From an optimization exercise on the open Yosys and OpenROAD flow, aimed at small area; shortcuts taken in it are not production practice.
Function was checked by simulation only, so behaviour that the tests miss may differ from the original.

Setup of ember:
## tally_block
module tally_block #(
    parameter integer NT = 2,
    parameter integer NP = 4
) (
    input  wire          clk,
    input  wire          rst,
    input  wire          we,
    input  wire          re,
    input  wire [11:0]   addr,
    input  wire [31:0]   wdata,
    output reg  [31:0]   rdata,
    input  wire [7:0]    tb_evt,
    input  wire [31:0]   car_evt,
    input  wire          grid_evt,
    output wire [NP-1:0] tal_pin,
    output wire [NP-1:0] tal_oe,
    output wire [NT-1:0] trig
);
==> flow/config.mk <==
export PLATFORM = sky130hd
export DESIGN_NAME = tally_block
export DESIGN_NICKNAME = tally_block
export VERILOG_FILES = /design/flow/design.v
export SDC_FILE = /design/flow/constraint.sdc
export NUM_CORES = 8
export LEC_CHECK = 0
export ABC_AREA = 1
export CAP_MARGIN = 20
export CORE_MARGIN = 2
export CORE_UTILIZATION = 40
export CTS_BUF_LIST = sky130_fd_sc_hd__clkbuf_8
export CTS_CLUSTER_DIAMETER = 80
export CTS_CLUSTER_SIZE = 30
export PLACE_DENSITY = 0.6
export SLEW_MARGIN = 20
==> flow/constraint.sdc <==
create_clock -name core_clock -period 25.0 [get_ports {clk}]
set_input_delay 5.0000 -clock core_clock [delete_from_list [all_inputs] [get_ports {clk}]]
set_output_delay 5.0000 -clock core_clock [all_outputs]
set_load 0.01 [all_outputs]
standard.sh (not shown) runs the stock make flow with config.mk's settings and CLKGATE_MAP_FILE= SYNTH_SCRIPT=/design/flow/synth_recipe.tcl, a recipe that flattens the netlist after the stock synthesis.
==> flow/flow/run.sh <==
#!/bin/bash
# Own layout flow: the standard flow, except that the synthesis maps the
# logic with an area-oriented ABC script (flow/area.script) in place of the
# one ORFS picks. Everything else (the Yosys passes before ABC, the register
# names, floorplan, power grid, placement, CTS and routing) is the standard flow.
set -euo pipefail
W=$PWD
# synthesis script: ORFS's synth.tcl with only the ABC script replaced
sed 's|log_cmd abc {\*}$abc_args|log_cmd abc {*}[lreplace $abc_args 1 1 $::env(MY_ABC_SCRIPT)]|' \
    "$FLOW_HOME/scripts/synth.tcl" > "$W/own_synth_core.tcl"
grep -q MY_ABC_SCRIPT "$W/own_synth_core.tcl"
sed "s|source \$::env(SCRIPTS_DIR)/synth.tcl|source $W/own_synth_core.tcl|" \
    "$W/synth_recipe.tcl" > "$W/own_synth.tcl"
grep -q own_synth_core "$W/own_synth.tcl"
sed "s|SYNTH_SCRIPT=[^ ]*|SYNTH_SCRIPT=$W/own_synth.tcl|" "$W/standard.sh" > "$W/own_standard.sh"
grep -q own_synth.tcl "$W/own_standard.sh"
export CTS_ARGS="-sink_clustering_enable -repair_clock_nets -sink_clustering_size 20 -sink_clustering_max_diameter 60 -buf_list {sky130_fd_sc_hd__clkbuf_8 sky130_fd_sc_hd__clkbuf_16} -dont_use_dummy_load"
export MY_ABC_SCRIPT="$W/flow/area.script"
bash "$W/own_standard.sh" finish > "$W/own_flow_make.log" 2>&1
test -f "$W/out/final.def"
==> flow/flow/area.script <==
strash
ifraig
scorr
dc2
strash
&get -n
&st
&syn2
&dch
&nf -R 50
&put
buffer -c
topo
upsize -c
dnsize -c
Looking at the reports, ember completed the entire flow and the layout it produced met the timing, DRC and antenna checks.
diff inputs: ember => pepper
-- flow/flow/run.sh --
<<< ember, line 15
sed "s|SYNTH_SCRIPT=[^ ]*|SYNTH_SCRIPT=$W/own_synth.tcl|" "$W/standard.sh" > "$W/own_standard.sh"
grep -q own_synth.tcl "$W/own_standard.sh"
export CTS_ARGS="-sink_clustering_enable -repair_clock_nets -sink_clustering_size 20 -sink_clustering_max_diameter 60 -buf_list {sky130_fd_sc_hd__clkbuf_8 sky130_fd_sc_hd__clkbuf_16} -dont_use_dummy_load"
export MY_ABC_SCRIPT="$W/flow/area.script"
bash "$W/own_standard.sh" finish > "$W/own_flow_make.log" 2>&1
>>> pepper, line 15
sed "s|SYNTH_SCRIPT=[^ ]*|SYNTH_SCRIPT=$W/own_synth.tcl|" "$W/standard.sh" > "$W/own_standard.sh"
grep -q own_synth.tcl "$W/own_standard.sh"
export MY_ABC_SCRIPT="$W/flow/area.script"
bash "$W/own_standard.sh" finish > "$W/own_flow_make.log" 2>&1
-- flow/config.mk --
<<< ember, line 10
export CORE_MARGIN = 2
export CORE_UTILIZATION = 40
export CTS_BUF_LIST = sky130_fd_sc_hd__clkbuf_8
export CTS_CLUSTER_DIAMETER = 80
export CTS_CLUSTER_SIZE = 30
export PLACE_DENSITY = 0.6
export SLEW_MARGIN = 20
>>> pepper, line 10
export CORE_MARGIN = 2
export CORE_UTILIZATION = 40
export CTS_BUF_LIST = sky130_fd_sc_hd__clkbuf_4 sky130_fd_sc_hd__clkbuf_8
export GPL_TIMING_DRIVEN = 0
export PLACE_DENSITY = 0.6
export SLEW_MARGIN = 20
==> comparison <==
The flow completed for pepper, but it is not clean: the layout still shows setup timing.
Summary: time the worst path needs with I/O delays and setup, pepper worse than ember
ember -> pepper: register area share after synthesis delta 0, exact match
ember -> pepper: first-pass GRT wire length increased by more than 10%
Diff ember and pepper: routed wirelength normalized by instance count lower in ember
The slowest stage cell on the critical path comes out sky130_fd_sc_hd__mux2i_2 in one run and sky130_fd_sc_hd__fa_2 in the other, namely in pepper and ember respectively.
Edits applied to the flow inputs when going from pepper to juniper:
-- flow/config.mk --
<<< pepper, line 11
export CORE_UTILIZATION = 40
export CTS_BUF_LIST = sky130_fd_sc_hd__clkbuf_4 sky130_fd_sc_hd__clkbuf_8
export GPL_TIMING_DRIVEN = 0
export PLACE_DENSITY = 0.6
export SLEW_MARGIN = 20
>>> juniper, line 11
export CORE_UTILIZATION = 40
export CTS_BUF_LIST = sky130_fd_sc_hd__clkbuf_4 sky130_fd_sc_hd__clkbuf_8
export PLACE_DENSITY = 0.6
export SLEW_MARGIN = 20
Findings:
Cmp juniper vs pepper: cell depth of the worst flop-to-flop path higher in juniper. Looking at post-detailed-routing wire length across both flows, juniper is the stronger of the two, with pepper trailing. Diff pepper -> juniper | via count of the first global-routing pass | decrease of 300. Data required time of the critical path was lower in the run labelled juniper. juniper did not stop at any stage, and its layout met the timing, DRC and antenna checks. Lower synthesis-to-layout area growth was reported by pepper, not juniper.

## static timing again, ports no longer ideal
No port has a modelled driver above. Below, the same layouts with a new extraction and two added sets of constraints.
Step 1 sets driving cells, clkbuf_16 on the clock port and buf_2 on the other inputs (assumed; they add their load-dependent delay and slew).
Step 2, shift: input delay + t, output delay - t, t = (earliest + latest rising clock arrival at the registers) / 2. This alone moves slack from input paths to output paths.
a / b / c = no drivers / after step 1 / after step 2; a / b = the first two.
run	shift t [ns]	setup WS [ns]	hold WS [ns]	slew at the worst register clock pin (ns)	worst data-port slew with drivers (ns)
ember	0.776	0.472 / 0.528 / -0.248	0.452 / 0.452 / 0.452	0.09 / 0.09	0.13
pepper	1.018	-0.137 / -0.065 / -1.083	0.457 / 0.457 / 0.457	0.08 / 0.08	0.21
juniper	0.995	0.510 / 0.579 / -0.417	0.454 / 0.454 / 0.454	0.07 / 0.07	0.12
With both steps, setup timing fails in ember and juniper, where it was met with ideal ports. For pepper, which loses most, drivers alone change the setup slack by +0.072 ns; drivers and shift together by -0.946 ns.
